This design comes from an exercise in tuning for small area, a short achievable clock period and few clock cycles on the open sky130 flow, not from production work. In this exercise RTL edits were held to simulation tests only and were not proved equivalent to the original. Power and IR drop assume default switching activity.

==> flow/run.sh <==
#!/bin/bash
set -euo pipefail
MARGIN=$(cat flow/margin.txt)
bash standard.sh \
  "BUFFER_PORTS_ARGS=-buffer_cell sky130_fd_sc_hd__buf_2" \
  "SETUP_SLACK_MARGIN=$MARGIN" \
  finish > flow_make.log 2>&1
==> design.v <==
module exact_sum_convert (
    input  wire [31:0]  data,
    input  wire [1:0]   dtype,      
    input  wire         en,         
    output wire [295:0] addend,
    output wire         neg,
    output wire         nan,
    output wire         pinf,
    output wire         ninf,
    output wire         negz
);
    reg        sign;
    reg        e_zero;
    reg        e_max;
    reg        f_zero;
    reg [23:0] m;
    reg [7:0]  pos;
    always @* begin
        if (dtype[1]) begin
            sign   = data[31];
            e_zero = ~|data[30:23];
            e_max  = &data[30:23];
            f_zero = ~|data[22:0];
            m      = {~e_zero, data[22:0]};
            pos    = {data[30:24], data[23] | e_zero};
        end else if (dtype[0]) begin
            sign   = data[15];
            e_zero = ~|data[14:7];
            e_max  = &data[14:7];
            f_zero = ~|data[6:0];
            m      = {~e_zero, data[6:0], 16'b0};
            pos    = {data[14:8], data[7] | e_zero};
        end else begin
            sign   = data[15];
            e_zero = ~|data[14:10];
            e_max  = &data[14:10];
            f_zero = ~|data[9:0];
            m      = {~e_zero, data[9:0], 13'b0};
            pos    = {3'b0, data[14:11], data[10] | e_zero} + 8'd112;
        end
    end
    wire [23:0] mg = (en && !e_max) ? m : 24'd0;
    assign neg = en & sign;
    wire [63:0] fsh = {40'd0, mg} << pos[4:0];
    wire [63:0] g   = fsh ^ {64{neg}};
    wire [2:0]  kc  = pos[7:5];
    genvar c, i;
    generate
        for (c = 0; c < 10; c = c + 1) begin : g_chunk
            wire is_lo = (c < 8) && (kc == c);
            wire is_hi = (c >= 1) && (c <= 8) && (kc == c - 1);
            for (i = 0; i < 32; i = i + 1) begin : g_bit
                if (32 * c + i < 296) begin : g_b
                    assign addend[32 * c + i] = is_lo ? g[i] : is_hi ? g[32 + i] : neg;
                end
            end
        end
    endgenerate
    assign nan  = en & e_max & ~f_zero;
    assign pinf = en & e_max & f_zero & ~sign;
    assign ninf = en & e_max & f_zero & sign;
    assign negz = e_zero & f_zero & sign;
endmodule
module exact_sum_scan (
    input  wire [295:0] w,
    input  wire [36:0]  c,          
    output wire [63:0]  win_w,
    output wire [15:0]  win_d,
    output wire         sign,
    output wire         below_nz,
    output wire [3:0]   k,
    output wire         zero
);
    wire [36:0] z, f, e, dd, g, p;
    genvar j;
    generate
        for (j = 0; j < 37; j = j + 1) begin : g_seg
            wire [7:0] ws = w[8 * j + 7 : 8 * j];
            wire       cj = (j == 0) ? 1'b0 : c[j];
            assign z[j]  = ws == 8'h00;
            assign f[j]  = ws == 8'hFF;
            assign e[j]  = ws == 8'hFE;
            assign dd[j] = ws == 8'hFD;
            assign g[j]  = f[j] & cj;
            assign p[j]  = f[j] | (e[j] & cj);
        end
    endgenerate
    reg [36:0] gg [0:6];
    reg [36:0] pp [0:6];
    integer l, m;
    always @* begin
        gg[0] = g;
        pp[0] = p;
        for (l = 0; l < 6; l = l + 1) begin
            for (m = 0; m < 37; m = m + 1) begin
                if (m >= (1 << l)) begin
                    gg[l + 1][m] = gg[l][m] | (pp[l][m] & gg[l][m - (1 << l)]);
                    pp[l + 1][m] = pp[l][m] & pp[l][m - (1 << l)];
                end else begin
                    gg[l + 1][m] = gg[l][m];
                    pp[l + 1][m] = pp[l][m];
                end
            end
        end
    end
    wire [36:0] cin = {gg[6][35:0], 1'b0};
    wire [36:0] d_lo, d_hi, rz, ro;
    generate
        for (j = 0; j < 37; j = j + 1) begin : g_res
            wire cj = (j == 0) ? 1'b0 : c[j];
            assign d_lo[j] = cj ^ cin[j];
            assign d_hi[j] = cj & cin[j];
            assign rz[j] = (~cj & ~cin[j] & z[j]) | (d_lo[j] & f[j]) | (d_hi[j] & e[j]);
            assign ro[j] = (~cj & ~cin[j] & f[j]) | (d_lo[j] & e[j]) | (d_hi[j] & dd[j]);
        end
    endgenerate
    wire [7:0] top = w[295:288] + {6'b0, d_hi[36], d_lo[36]};
    assign sign = top[7];
    wire [9:0] cz, co, sel, nzb;
    wire [31:0] cw [0:10];
    wire [7:0]  cd [0:10];
    generate
        for (j = 0; j < 9; j = j + 1) begin : g_chk
            assign cz[j] = &rz[4 * j + 3 : 4 * j];
            assign co[j] = &ro[4 * j + 3 : 4 * j];
            assign cw[j + 1] = w[32 * j + 31 : 32 * j];
            assign cd[j + 1] = {d_hi[4 * j + 3], d_lo[4 * j + 3], d_hi[4 * j + 2], d_lo[4 * j + 2],
                                d_hi[4 * j + 1], d_lo[4 * j + 1], d_hi[4 * j],     d_lo[4 * j]};
        end
    endgenerate
    assign cz[9]  = rz[36];
    assign co[9]  = ro[36];
    assign cw[10] = {{24{sign}}, w[295:288]};
    assign cd[10] = {6'b0, d_hi[36], d_lo[36]};
    assign cw[0]  = 32'd0;
    assign cd[0]  = 8'd0;
    wire [9:0] sig0 = ~cz, sig1 = ~co;
    wire [9:0] sel0, sel1;
    generate
        for (j = 0; j < 10; j = j + 1) begin : g_sel
            if (j == 9) begin : g_top
                assign sel0[j] = sig0[j];
                assign sel1[j] = sig1[j];
            end else if (j == 0) begin : g_bot
                assign sel0[j] = ~|sig0[9:1];
                assign sel1[j] = ~|sig1[9:1];
            end else begin : g_mid
                assign sel0[j] = sig0[j] & ~|sig0[9:j + 1];
                assign sel1[j] = sig1[j] & ~|sig1[9:j + 1];
            end
            if (j < 2) begin : g_nz0
                assign nzb[j] = 1'b0;
            end else begin : g_nz
                assign nzb[j] = ~&cz[j - 2 : 0];
            end
        end
    endgenerate
    assign sel = sign ? sel1 : sel0;
    reg [63:0] ww;
    reg [15:0] wd;
    reg [3:0]  kk;
    reg        bnz;
    integer q;
    always @* begin
        ww = 64'd0;
        wd = 16'd0;
        kk = 4'd0;
        bnz = 1'b0;
        for (q = 0; q < 10; q = q + 1) begin
            ww  = ww | ({64{sel[q]}} & {cw[q + 1], cw[q]});
            wd  = wd | ({16{sel[q]}} & {cd[q + 1], cd[q]});
            kk  = kk | ({4{sel[q]}} & q[3:0]);
            bnz = bnz | (sel[q] & nzb[q]);
        end
    end
    assign win_w    = ww;
    assign win_d    = wd;
    assign k        = kk;
    assign below_nz = bnz;
    assign zero     = &cz;
endmodule
module exact_sum_align (
    input  wire [63:0] win_w,
    input  wire [15:0] win_d,
    input  wire        sign,
    input  wire        below_nz,
    input  wire [3:0]  k,
    input  wire [1:0]  dtype,      
    output wire [24:0] kept,
    output wire        guard,
    output wire        sticky,
    output wire [7:0]  exp0,       
    output wire        ovf0,       
    output wire        ovf1        
);
    wire [63:0] y;
    genvar j;
    generate
        for (j = 0; j < 8; j = j + 1) begin : g_y
            assign y[8 * j + 7 : 8 * j] = win_w[8 * j + 7 : 8 * j] + {6'b0, win_d[2 * j + 1 : 2 * j]};
        end
    endgenerate
    wire [5:0] p1, p0, tz6;
    wire       tz_any;
    exact_sum_lzd u_p1 (.x(y),  .lead(1'b1), .pos(p1), .any());
    exact_sum_lzd u_p0 (.x(~y), .lead(1'b1), .pos(p0), .any());
    exact_sum_lzd u_tz (.x(y),  .lead(1'b0), .pos(tz6), .any(tz_any));
    wire [5:0] pl = sign ? p0 : p1;
    reg [4:0] mb;
    reg [8:0] min_sh;
    reg [8:0] exp_bias;
    reg [8:0] exp_all1;
    always @* begin
        case (dtype)
            2'd0:    begin mb = 5'd10; min_sh = 9'd126; exp_bias = 9'd25;  exp_all1 = 9'd31;  end
            2'd1:    begin mb = 5'd7;  min_sh = 9'd17;  exp_bias = 9'd134; exp_all1 = 9'd255; end
            default: begin mb = 5'd23; min_sh = 9'd1;   exp_bias = 9'd150; exp_all1 = 9'd255; end
        endcase
    end
    wire [9:0] lmin_s = {1'b0, min_sh} + 10'd32 - {1'b0, k, 5'b0};    
    wire [6:0] lmin   = lmin_s[9] ? 7'd0 : (lmin_s > 10'd65) ? 7'd65 : lmin_s[6:0];
    wire [7:0] lmb    = {1'b0, lmin} + {3'b0, mb};
    wire       use_p  = {2'b0, pl} >= lmb;
    wire [6:0] lp1    = {1'b0, pl} - {2'b0, mb} - 7'd1;                 
    wire [6:0] lmin1  = lmin - 7'd1;
    wire [6:0] ls1    = use_p ? lp1 : lmin1;
    wire [159:0] ye = {{96{sign}}, y};
    wire [159:0] sr = ye >> ls1;
    assign guard  = sr[0] ^ sign;
    assign kept   = sr[25:1] ^ {25{sign}};
    wire [7:0] tzm = {2'b0, tz6} + {3'b0, mb} + 8'd1;
    wire st_p = tzm < {2'b0, pl};
    wire st_m = {1'b0, tz6} < lmin1;
    assign sticky = below_nz | (tz_any & (use_p ? st_p : st_m));
    wire [10:0] eb   = {2'b0, k, 5'b0} + {2'b0, exp_bias} - 11'd182;
    wire [7:0]  ebm  = eb[7:0] - {3'b0, mb};
    wire [7:0]  e0p  = {2'b0, pl} + ebm;
    wire [7:0]  e0m  = {1'b0, lmin} + eb[7:0];
    wire [10:0] th   = {2'b0, exp_all1} - eb;           
    wire [10:0] thp  = th + {6'b0, mb};                  
    wire        o0p  = thp[10] | ({5'b0, pl} >= thp);
    wire        o1p  = thp[10] | ({5'b0, pl} + 11'd1 >= thp);
    wire        o0m  = th[10]  | ({4'b0, lmin} >= th);
    wire        o1m  = th[10]  | ({4'b0, lmin} + 11'd1 >= th);
    assign exp0 = use_p ? e0p : e0m;
    assign ovf0 = use_p ? o0p : o0m;
    assign ovf1 = use_p ? o1p : o1m;
endmodule
module exact_sum_lzd (
    input  wire [63:0] x,
    input  wire        lead,
    output wire [5:0]  pos,
    output wire        any
);
    reg [63:0]  v;
    reg [383:0] p;
    reg [63:0]  nv;
    reg [383:0] np;
    reg         pick_hi;
    integer l, n;
    always @* begin
        v = x;
        p = 384'd0;
        for (l = 0; l < 6; l = l + 1) begin
            nv = 64'd0;
            np = 384'd0;
            for (n = 0; n < (32 >> l); n = n + 1) begin
                nv[n] = v[2 * n + 1] | v[2 * n];
                pick_hi = lead ? v[2 * n + 1] : ~v[2 * n];
                np[6 * n +: 6] = pick_hi ? (p[6 * (2 * n + 1) +: 6] | (6'd1 << l)) : p[6 * (2 * n) +: 6];
            end
            v = nv;
            p = np;
        end
    end
    assign pos = p[5:0];
    assign any = v[0];
endmodule
module exact_sum_round (
    input  wire [24:0] kept,
    input  wire        guard,
    input  wire        sticky,
    input  wire [7:0]  exp0,
    input  wire        ovf0,
    input  wire        ovf1,
    input  wire        sign,
    input  wire        zero,
    input  wire        nan,
    input  wire        pinf,
    input  wire        ninf,
    input  wire        negz,
    input  wire [1:0]  dtype,      
    output reg  [31:0] result
);
    wire cin = sign & ~sticky;
    wire c1  = guard & cin;
    wire c2  = (guard ^ cin) & (sticky | kept[0]);
    wire [25:0] q_rnd = {1'b0, kept} + {25'd0, c1 | c2};
    reg carry, normal;
    always @* begin
        case (dtype)
            2'd0:    begin carry = q_rnd[11]; normal = q_rnd[11] | q_rnd[10]; end
            2'd1:    begin carry = q_rnd[8];  normal = q_rnd[8]  | q_rnd[7];  end
            default: begin carry = q_rnd[24]; normal = q_rnd[24] | q_rnd[23]; end
        endcase
    end
    wire [22:0] frac = carry ? 23'd0 : q_rnd[22:0];
    wire [7:0]  exp  = normal ? (exp0 + {7'd0, carry}) : 8'd0;
    wire        ovf  = normal & (carry ? ovf1 : ovf0);
    always @* begin
        if (nan || (pinf && ninf)) begin
            case (dtype)
                2'd0:    result = 32'h0000_7E00;
                2'd1:    result = 32'h0000_7FC0;
                default: result = 32'h7FC0_0000;
            endcase
        end else if (pinf || ninf || ovf) begin
            case (dtype)
                2'd0:    result = {16'b0, ninf || (!pinf && sign), 5'h1F, 10'b0};
                2'd1:    result = {16'b0, ninf || (!pinf && sign), 8'hFF, 7'b0};
                default: result = {ninf || (!pinf && sign), 8'hFF, 23'b0};
            endcase
        end else if (zero) begin
            case (dtype)
                2'd0, 2'd1: result = {16'b0, negz, 15'b0};
                default:    result = {negz, 31'b0};
            endcase
        end else begin
            case (dtype)
                2'd0:    result = {16'b0, sign, exp[4:0], frac[9:0]};
                2'd1:    result = {16'b0, sign, exp[7:0], frac[6:0]};
                default: result = {sign, exp[7:0], frac[22:0]};
            endcase
        end
    end
endmodule
module exact_sum (
    input  wire        clk,
    input  wire        rst,
    input  wire        in_valid,
    output wire        in_ready,
    input  wire [31:0] in_data,
    input  wire [1:0]  in_dtype,
    input  wire        in_last,
    output wire        out_valid,
    input  wire        out_ready,
    output wire [31:0] out_data
);
    reg        in_ready_q;
    reg        ir_valid;
    reg [31:0] ir_data;
    reg [1:0]  ir_dtype;
    reg        ir_last;
    reg [295:0] acc;
    reg [36:1]  carry;
    reg         acc_nan, acc_pinf, acc_ninf, acc_negz;
    reg [1:0]   acc_dtype;
    reg         acc_done;      
    reg         s1_valid;
    reg [63:0]  s1_w;
    reg [15:0]  s1_d;
    reg         s1_sign, s1_bnz, s1_zero;
    reg [3:0]   s1_k;
    reg         s1_nan, s1_pinf, s1_ninf, s1_negz;
    reg [1:0]   s1_dtype;
    reg         s2_valid;
    reg [24:0]  s2_kept;
    reg         s2_guard, s2_sticky, s2_sign, s2_zero;
    reg [7:0]   s2_exp0;
    reg         s2_ovf0, s2_ovf1;
    reg         s2_nan, s2_pinf, s2_ninf, s2_negz;
    reg [1:0]   s2_dtype;
    reg         out_valid_q;
    reg [31:0]  result_q;
    assign in_ready  = in_ready_q;
    assign out_valid = out_valid_q;
    assign out_data  = result_q;
    reg  acc_ok, consume, go, base0;
    wire [295:0] cv_add;
    wire         cv_neg, cv_nan, cv_pinf, cv_ninf, cv_negz;
    exact_sum_convert u_convert (
        .data  (ir_data),
        .dtype (ir_dtype),
        .en    (consume),
        .addend(cv_add),
        .neg   (cv_neg),
        .nan   (cv_nan),
        .pinf  (cv_pinf),
        .ninf  (cv_ninf),
        .negz  (cv_negz)
    );
    wire [295:0] acc_b   = base0 ? 296'd0 : acc;
    wire [36:0]  carry_b = base0 ? 37'd0 : {carry, cv_neg};
    wire [295:0] acc_n;
    wire [37:1]  carry_n;
    genvar j, i;
    generate
        for (j = 0; j < 37; j = j + 1) begin : g_seg
            wire [8:0] rc;
            assign rc[0] = (j == 0) ? cv_neg : carry_b[j];
            for (i = 0; i < 8; i = i + 1) begin : g_fa
                wire a = acc_b[8 * j + i];
                wire b = cv_add[8 * j + i];
                assign acc_n[8 * j + i] = a ^ b ^ rc[i];
                assign rc[i + 1] = (a & b) | (rc[i] & (a ^ b));
            end
            assign carry_n[j + 1] = rc[8];
        end
    endgenerate
    wire [63:0] sc_w;
    wire [15:0] sc_d;
    wire        sc_sign, sc_bnz, sc_zero;
    wire [3:0]  sc_k;
    exact_sum_scan u_scan (
        .w       (acc),
        .c       ({carry, 1'b0}),
        .win_w   (sc_w),
        .win_d   (sc_d),
        .sign    (sc_sign),
        .below_nz(sc_bnz),
        .k       (sc_k),
        .zero    (sc_zero)
    );
    wire [24:0] al_kept;
    wire        al_guard, al_sticky;
    wire [7:0]  al_exp0;
    wire        al_ovf0, al_ovf1;
    exact_sum_align u_align (
        .win_w   (s1_w),
        .win_d   (s1_d),
        .sign    (s1_sign),
        .below_nz(s1_bnz),
        .k       (s1_k),
        .dtype   (s1_dtype),
        .kept    (al_kept),
        .guard   (al_guard),
        .sticky  (al_sticky),
        .exp0    (al_exp0),
        .ovf0    (al_ovf0),
        .ovf1    (al_ovf1)
    );
    wire [31:0] round_result;
    exact_sum_round u_round (
        .kept    (s2_kept),
        .guard   (s2_guard),
        .sticky  (s2_sticky),
        .exp0    (s2_exp0),
        .ovf0    (s2_ovf0),
        .ovf1    (s2_ovf1),
        .sign    (s2_sign),
        .zero    (s2_zero),
        .nan     (s2_nan),
        .pinf    (s2_pinf),
        .ninf    (s2_ninf),
        .negz    (s2_negz),
        .dtype   (s2_dtype),
        .result  (round_result)
    );
    wire s2_move   = s2_valid & (~out_valid_q | out_ready);
    wire s1_move   = s1_valid & ~(s2_valid & out_valid_q);
    wire s2_next   = s1_move | (s2_valid & ~s2_move);
    wire s1_next   = go | (s1_valid & ~s1_move);
    wire out_next  = s2_move | (out_valid_q & ~out_ready);
    wire done_next = (consume & ir_last) | (acc_done & ~acc_ok);
    wire ir_load   = ~ir_valid | acc_ok;
    wire irv_next  = ir_load ? in_valid : ir_valid;
    wire ok_next   = ~(done_next & s1_next & s2_next & out_next);
    always @(posedge clk) begin
        if (ir_load) begin
            ir_data  <= in_data;
            ir_dtype <= in_dtype;
            ir_last  <= in_last;
        end
        acc   <= acc_n;
        carry <= carry_n[36:1];
        if (base0) begin
            acc_nan  <= cv_nan;
            acc_pinf <= cv_pinf;
            acc_ninf <= cv_ninf;
            acc_negz <= ~consume | cv_negz;
        end else if (consume) begin
            acc_nan  <= acc_nan  | cv_nan;
            acc_pinf <= acc_pinf | cv_pinf;
            acc_ninf <= acc_ninf | cv_ninf;
            acc_negz <= acc_negz & cv_negz;
        end
        if (consume)
            acc_dtype <= ir_dtype;
        if (go) begin
            s1_w     <= sc_w;
            s1_d     <= sc_d;
            s1_sign  <= sc_sign;
            s1_bnz   <= sc_bnz;
            s1_zero  <= sc_zero;
            s1_k     <= sc_k;
            s1_nan   <= acc_nan;
            s1_pinf  <= acc_pinf;
            s1_ninf  <= acc_ninf;
            s1_negz  <= acc_negz;
            s1_dtype <= acc_dtype;
        end
        if (s1_move) begin
            s2_kept   <= al_kept;
            s2_guard  <= al_guard;
            s2_sticky <= al_sticky;
            s2_exp0   <= al_exp0;
            s2_ovf0   <= al_ovf0;
            s2_ovf1   <= al_ovf1;
            s2_sign   <= s1_sign;
            s2_zero   <= s1_zero;
            s2_nan    <= s1_nan;
            s2_pinf   <= s1_pinf;
            s2_ninf   <= s1_ninf;
            s2_negz   <= s1_negz;
            s2_dtype  <= s1_dtype;
        end
        if (s2_move)
            result_q <= round_result;
        if (rst) begin
            in_ready_q  <= 1'b1;
            ir_valid    <= 1'b0;
            acc_done    <= 1'b0;
            acc_ok      <= 1'b1;
            consume     <= 1'b0;
            go          <= 1'b0;
            base0       <= 1'b1;
            s1_valid    <= 1'b0;
            s2_valid    <= 1'b0;
            out_valid_q <= 1'b0;
        end else begin
            in_ready_q  <= ~irv_next | ok_next;
            ir_valid    <= irv_next;
            acc_done    <= done_next;
            acc_ok      <= ok_next;
            consume     <= irv_next & ok_next;
            go          <= done_next & ok_next;
            base0       <= done_next & ok_next;
            s1_valid    <= s1_next;
            s2_valid    <= s2_next;
            out_valid_q <= out_next;
        end
    end
endmodule
==> standard.sh <==
#!/bin/bash
# synth_recipe.tcl (not shown) runs the flow's synth.tcl, then flattens the netlist and writes it again
# the make line also repeats each setting of config.mk as NAME=value (left out here)
make -C /OpenROAD-flow-scripts/flow DESIGN_CONFIG=/design/flow/config.mk WORK_HOME=/design/flow/orfs CLKGATE_MAP_FILE= SYNTH_SCRIPT=/design/flow/synth_recipe.tcl "${@:-finish}"
==> config.mk <==
export PLATFORM = sky130hd
export DESIGN_NAME = exact_sum
export DESIGN_NICKNAME = exact_sum
export VERILOG_FILES = /design/flow/design.v
export SDC_FILE = /design/flow/constraint.sdc
export NUM_CORES = 4
export LEC_CHECK = 0
export CAP_MARGIN = 20
export CORE_MARGIN = 2
export CORE_UTILIZATION = 50
export CTS_CLUSTER_DIAMETER = 80
export CTS_CLUSTER_SIZE = 24
export PLACE_DENSITY = 0.6
export SLEW_MARGIN = 20
==> constraint.sdc <==
create_clock -name core_clock -period 28.0 [get_ports {clk}]
set_input_delay 5.6000 -clock core_clock [delete_from_list [all_inputs] [get_ports {clk}]]
set_output_delay 5.6000 -clock core_clock [all_outputs]
set_load 0.01 [all_outputs]
==> flow/margin.txt <==
21
==> metrics.yaml, run 1 <==
finalNetCount: 6863
placedCellCount: 7438
r2r_slack_ps: 20740
cts_tree: "yes"
postRouteAntennaNets: 0
final_layout_size_suffix_gt1_share_pct: 17.9
grt_pass1_vias: 46500
worstHoldStart: "s1_ninf"
cts_buffer_depth: 3
tightest_slew_ps: 1220
path_clk_slew_ps: 100
cts_max_level: 2
critPathSlowestCell: "mux4_2"
p_leak_nw: 23.7
power_mw: 3.09
startpoint: "s1_w[32]"
r2r_end: "s2_kept[8]"
synth_cell_types: 97
synth-edff-count: 211
fin_setup_tns_ps: 0
vias_per_cell: 6.55
totalWireLength_um: 222000
grt_use_total_pct: 41.1
cp-start-kind: "register"
io_pins: 73
syn-cell-area_um2: 50800
die_width_um: 323
cp_max_fo: 7
clk_latency_ps: 700
grt_pass1_wl_um: 315000
slew_headroom_pct: 18.4
cts_buffers: 43
vias: 50600
yosys_register_bits: 553
r2r_cells: 32
crit_arrival_ps: 7630
synth_flop_cell: "dfxtp_1"
port_buffers: 72
fill_cells: 8990
whs_ps: 427
yosysSeqAreaShare_pct: 26.0
ctsHoldBuffers: 0
slowest_delay_ps: 510
instances_no_fill: 7727
path_class: "reg -> reg"
rows: 116
initial_utilization_pct: 50.6
min_to: "s2_ninf"
min-delay-path-class: "reg -> reg"
slew_viol_final: 0
grt_max_degree: 84
yosysWarnings: 8
rsz0062_at_grt: "yes"
hold_depth: 0
area_growth_pct: 17.5
ir_worst_vdd_v: 0.0000620
cts_root_buffer: "clkbuf_16"
initialDrtViolationCount: 6613
async_reset_ff_share_pct: 0
period_minus_slack_ps: 7260
r2r-start: "s1_w[32]"
finalCritPeriodShare_pct: 25.9
die_h_um: 323
synthCells: 6265
antenna_found_initial: 3
status: "finished clean"
hpwlAfterDp_um: 164000
globalplace.congestion: 1.05
fmaxAchievable_mhz: 138
final.setup_skew_ps: 56.8
drv_cap: 0
cts.sinks: 553
cp.required_ps: 28370
crit_path_frequent_cell: "buf_12"
finalHoldViolations: 0
wl_per_cell_um: 28.7
synth_area_per_cell_um2: 8.10
dieArea_um2: 104000
drc_errors: 0
setup_violations: 0
dr.pass1.iters: 17
power_density_nw_per_um2: 51.8
end_kind: "register"
grt_overflow_total: 0
core_um2: 100000
==> Yosys cell counts (84+ instances only) <==
master	n	area [um2]
edfxtp_1	211	6340
nor3_1	108	541
mux2i_1	267	2670
o21ai_0	403	2020
fa_1	307	6150
nor2b_1	104	651
inv_1	456	1710
clkbuf_1	317	1190
ha_1	182	2280
dfxtp_1	342	6850
mux2_2	84	946
a21oi_1	488	2440
xnor2_1	140	1230
nand3_1	263	1320
nor2_1	463	1740
nand2_1	907	3400
==> layout make-up <==
type                       count  area, um2  area share [%]
antenna                        1       2.50         0.00420
clock buffer                  45       1090            1.83
clock inverter                34        443           0.743
inverter                     457       1730            2.90
multi-input combinational   4875      37700            63.2
sequential                   553      13200            22.2
tap                         1357       1700            2.85
timing repair buffer         405       3760            6.30
==> worst max-delay path: cells and delay by family, from the launching register on <==
family	cells	cell delay, ps
fa+ha+maj	3	770
mux	4	1090
xor+xnor	1	160
flops	1	450
simple gates	5	750
compound gates	12	2770
buf+inv	7	950
==> worst max-delay path by stage <==
stage,slack (ps),cells after the start,to
global route,20540,31,s2_kept[8]
global placement,18780,25,s2_kept[8]
detailed placement,18600,25,s2_kept[8]
finish,20740,32,s2_kept[8]
floorplan,21020,27,s2_kept[9]
CTS,20910,30,s2_kept[14]
==> layer usage <==
metal	routed length [um]	track usage, %
met1	81000	50.9
met2	98400	64.1
met3	21200	7.50
met4	21300	30.6
met5	13	0
==> per-stage QoR <==
stage | setup slack (ps) | instance area, um2 | utilization, %
final | 20740 | 59700 | 59.4
after global routing | 20540 | 59600 | 59.4
after CTS | 20910 | 56900 | 56.6
after detailed placement | 18600 | 52600 | 52.4
after global placement | 18780 | 52600 | 52.4
after floorplan | 21020 | 51000 | -
==> report_power, final <==
part	switching, mW	total [mW]	internal, mW
Sequential	0.323	1.33	1.01
Clock	0.395	0.713	0.318
Combinational	0.654	1.05	0.395
==> layout by cell type (no fill, tap or decap), drive strengths merged, types with 85 or more instances in the layout <==
master / instances
nand2: 907
a21oi: 489
inv: 482
nor2: 464
o21ai: 411
buf: 389
dfxtp: 342
fa: 307
mux2i: 267
nand3: 263
edfxtp: 211
ha: 182
xnor2: 140
nor3: 109
nor2b: 104
mux2: 85
==> timing repair <==
action / in CTS / in global routing
cloned: 23 / 9
setup endpoints to repair: 190 / 166
buffers inserted: 97 / 79
pin swaps: 66 / 140
resized for setup: 304 / 470
==> registers in the layout, summed over array words and instances (netlist names), 2 cells and up <==
name	flops
acc	296
s1_dtype	2
s1_k	4
s1_w	64
acc_dtype	2
s2_kept	25
ir_data	32
ir_dtype	2
carry	36
s1_d	16
result_q	32
s2_dtype	2
s2_exp0	8
==> logic make-up after synthesis <==
| group | Yosys count | share of synthesized area [%] |
|---|---|---|
| compound gates | 1533 | 19.1 |
| simple gates | 2245 | 20.5 |
| mux | 359 | 7.46 |
| flops | 553 | 26.0 |
| other cells | 2 | 0.0148 |
| fa+ha+maj | 511 | 17.0 |
| xor+xnor | 209 | 3.61 |
| buf+inv | 853 | 6.42 |
Testbench counts, summed over its fixed seeds: cycles 36,855.
==> run 2: changes to the inputs <==
==> flow/margin.txt (replaced) <==
20
==> metrics.yaml, run 2 <==
status: "finished clean"
rsz0062_at_grt: "yes"
cts_max_level: 2
fmaxAchievable_mhz: 127
min-delay-path-class: "reg -> reg"
critPathSlowestCell: "edfxtp_1"
synth_top_cell_area_share_pct: 13.5
r2r-start: "s1_w[32]"
p_leak_nw: 22.1
yosysSeqAreaShare_pct: 26.0
synth-edff-count: 211
finalNetCount: 6681
grt_pass1_vias: 45600
reg_top3: "acc: 296 flops, s1_w: 64 flops, carry: 36 flops"
clk_latency_ps: 690
final_layout_size_suffix_gt1_share_pct: 9.16
finalCritPeriodShare_pct: 28.1
r2r_cells: 29
grt_use_total_pct: 40.2
final.setup_skew_ps: 41.9
die_width_um: 323
hpwlAfterDp_um: 166000
seqCellArea_um2: 13200
ir_worst_vdd_v: 0.0000565
area_growth_pct: 8.90
synth_area_leaders: "dfxtp_1, edfxtp_1, fa_1"
cp_max_fo: 46
setup_violations: 0
synth_area_per_cell_um2: 8.10
placedCellCount: 7426
cts_buffer_depth: 3
slowest_delay_ps: 510
synthCells: 6265
cts_root_buffer: "clkbuf_16"
cp.depth: 29
dr.pass1.iters: 10
cts_buffers: 44
fin_setup_tns_ps: 0
cp.required_ps: 28410
yosysWarnings: 8
path_class: "reg -> reg"
yosys_register_bits: 553
r2r_slack_ps: 20140
power_density_nw_per_um2: 54.6
initial_utilization_pct: 50.6
vias: 48900
antenna_found_initial: 5
path_delay_family: "compound AO/OA/AOI/OAI gates"
path_buf_inv: 4
grt_overflow_total: 0
synth_cell_types: 97
instances_no_fill: 7547
r2r_end: "s2_kept[7]"
dieArea_um2: 104000
wl_per_cell_um: 28.3
yosysTopAreaCell: "dfxtp_1"
grt_pass1_wl_um: 309000
die_h_um: 323
fill_cells: 9581
layout_commonest_cell: "nand2_1"
setup_ws_ps: 20140
end_kind: "register"
rows: 116
multi_input_area_um2: 35200
final_cell_mix: "nand2_1, a21oi_1, inv_1"
top_register: "acc"
hold_depth: 0
synth_flop_cell: "dfxtp_1"
drc_errors: 0
tightest_slew_ps: 1220
core_um2: 100000
postRouteAntennaNets: 0
endpoint: "s2_kept[7]"
dp_slack_ps: 18820
vias_per_cell: 6.48
ctsHoldBuffers: 0
path_clk_slew_ps: 90
startpoint: "s1_w[32]"
post-synth-top-count-cell: "nand2_1"
largest_register_ffs: 296
drv_cap: 0
cts.sinks: 553
crit_arrival_ps: 8270
cp-start-kind: "register"
syn-cell-area_um2: 50800
crit_path_frequent_cell: "a311o_1"
globalplace.congestion: 1.02
slew_headroom_pct: 17.9
port_buffers: 72
synthTopCellsByCount: "nand2_1, a21oi_1, nor2_1"
grt_max_degree: 87
io_pins: 73
slew_viol_final: 0
period_minus_slack_ps: 7860
totalWireLength_um: 213000
finalHoldViolations: 0
async_reset_ff_share_pct: 0
cts_tree: "yes"
initialDrtViolationCount: 6652
==> run 2: cell count changes in the layout (fill, tap and decap cells not counted), moves of 20 or more <==
cell / delta
nand3_1: +24
o21ai_1: -28
o21ai_2: -22
mux2i_4: -24
buf_4: -118
mux2i_1: +59
mux2i_2: -35
buf_6: -23
a21oi_1: +108
o21ai_0: +54
a221oi_1: +20
a21oi_2: -100
==> run 2: metrics by stage <==
step                total power, mW  instance area (um2)  hold slack (ps)  utilization [%]
global placement               2.20                52500              402             52.3
floorplan                      1.80                50800              400                -
CTS                            2.97                54600              422             54.4
finish                         3.02                55300              423             55.1
global route                   3.15                55300              446             55.1
detailed placement             2.21                52500              405             52.3
==> run 2: cells by family (layout without fill, tap and decap cells) <==
family          after synthesis  count (layout)  share of synthesized area, %
buf+inv                     853             768                          6.42
other cells                   2              12                        0.0148
xor+xnor                    209             209                          3.61
simple gates               2245            2245                          20.5
flops                       553             553                          26.0
compound gates             1533            1533                          19.1
fa+ha+maj                   511             511                          17.0
mux                         359             359                          7.46
==> run 2: layout make-up <==
type / count / share of cell area, %
clock inverter: 32 / 0.885
clock buffer: 50 / 2.16
sequential: 553 / 23.9
multi-input combinational: 4868 / 63.6
tap: 1357 / 3.07
timing repair buffer: 229 / 3.29
inverter: 457 / 3.13
antenna: 1 / 0.00453
==> run 2: metal layers <==
metal  vias to the layer above  global-route usage, %  wire length, um
li1                      21900                      -                -
met1                     23500                   51.5            81400
met2                      2818                   62.4            93300
met3                       616                   6.16            19800
met4                         2                   28.2            18900
met5                         -                      0               13
==> run 2: power by group <==
part | switching [mW] | leakage (nW) | internal [mW]
logic | 0.611 | 16.5 | 0.339
clock network | 0.393 | 0.812 | 0.362
registers | 0.312 | 4.83 | 1.00
total | 1.32 | 22.1 | 1.70
==> run 2: how the worst min path moves through the flow <==
stage          slack [ps]     endpoint         start
2_1_floorplan         400  s1_dtype[0]  acc_dtype[0]
5_1_grt               450      s2_zero       s1_zero
3_5_place_dp          400  s1_dtype[0]  acc_dtype[0]
4_1_cts               420      s2_ninf       s1_ninf
6_report              420      s2_zero       s1_zero
3_3_place_gp          400  s1_dtype[0]  acc_dtype[0]
==> run 2: worst reg2reg max path: cells and delay by family (launching register included) <==
kind / cells / cell delay (ps)
AO/OA/AOI/OAI: 11 / 2890
multiplexers: 6 / 1680
adder cells (fa/ha/maj): 3 / 840
AND/OR/NAND/NOR: 4 / 760
buffers and inverters: 4 / 680
flip-flops: 1 / 510
XOR/XNOR: 1 / 210
==> run 2: repair_timing <==
action | in CTS | in global routing
buffers inserted | 10 | 18
resized for setup | 53 | 90
endpoints found under the setup margin | 110 | 134
gates cloned | 4 | 5
pin swaps | 6 | 10

-- re-timing with driven ports --
Ports are ideal in the flow. The routed layouts listed here were re-timed in OpenROAD.
Step 1 (the two cells are an assumption about what drives the block):
set clk [get_ports {clk}]
set_driving_cell -lib_cell sky130_fd_sc_hd__clkbuf_16 $clk
set_driving_cell -lib_cell sky130_fd_sc_hd__buf_2 [delete_from_list [all_inputs] $clk]
Step 2 adds t to the input delays and takes it off the output delays; t is the mean of the earliest and latest rising clock arrival at the registers after step 1. Input paths then give back, and output paths get back, about the clock's delay inside the block.
Slacks: no drivers / after step 1 / after step 2; pairs: no drivers / after step 1.
run | shift t [ns] | setup WS [ns] | worst setup path at the end | latest minus earliest clock arrival (ns)
run 1 | 0.744 | 20.741 / 20.741 / 20.741 | register to register | 0.057 / 0.057
run 2 | 0.748 | 20.142 / 20.142 / 20.142 | register to register | 0.042 / 0.042
After both steps setup and hold are still met in every run listed.
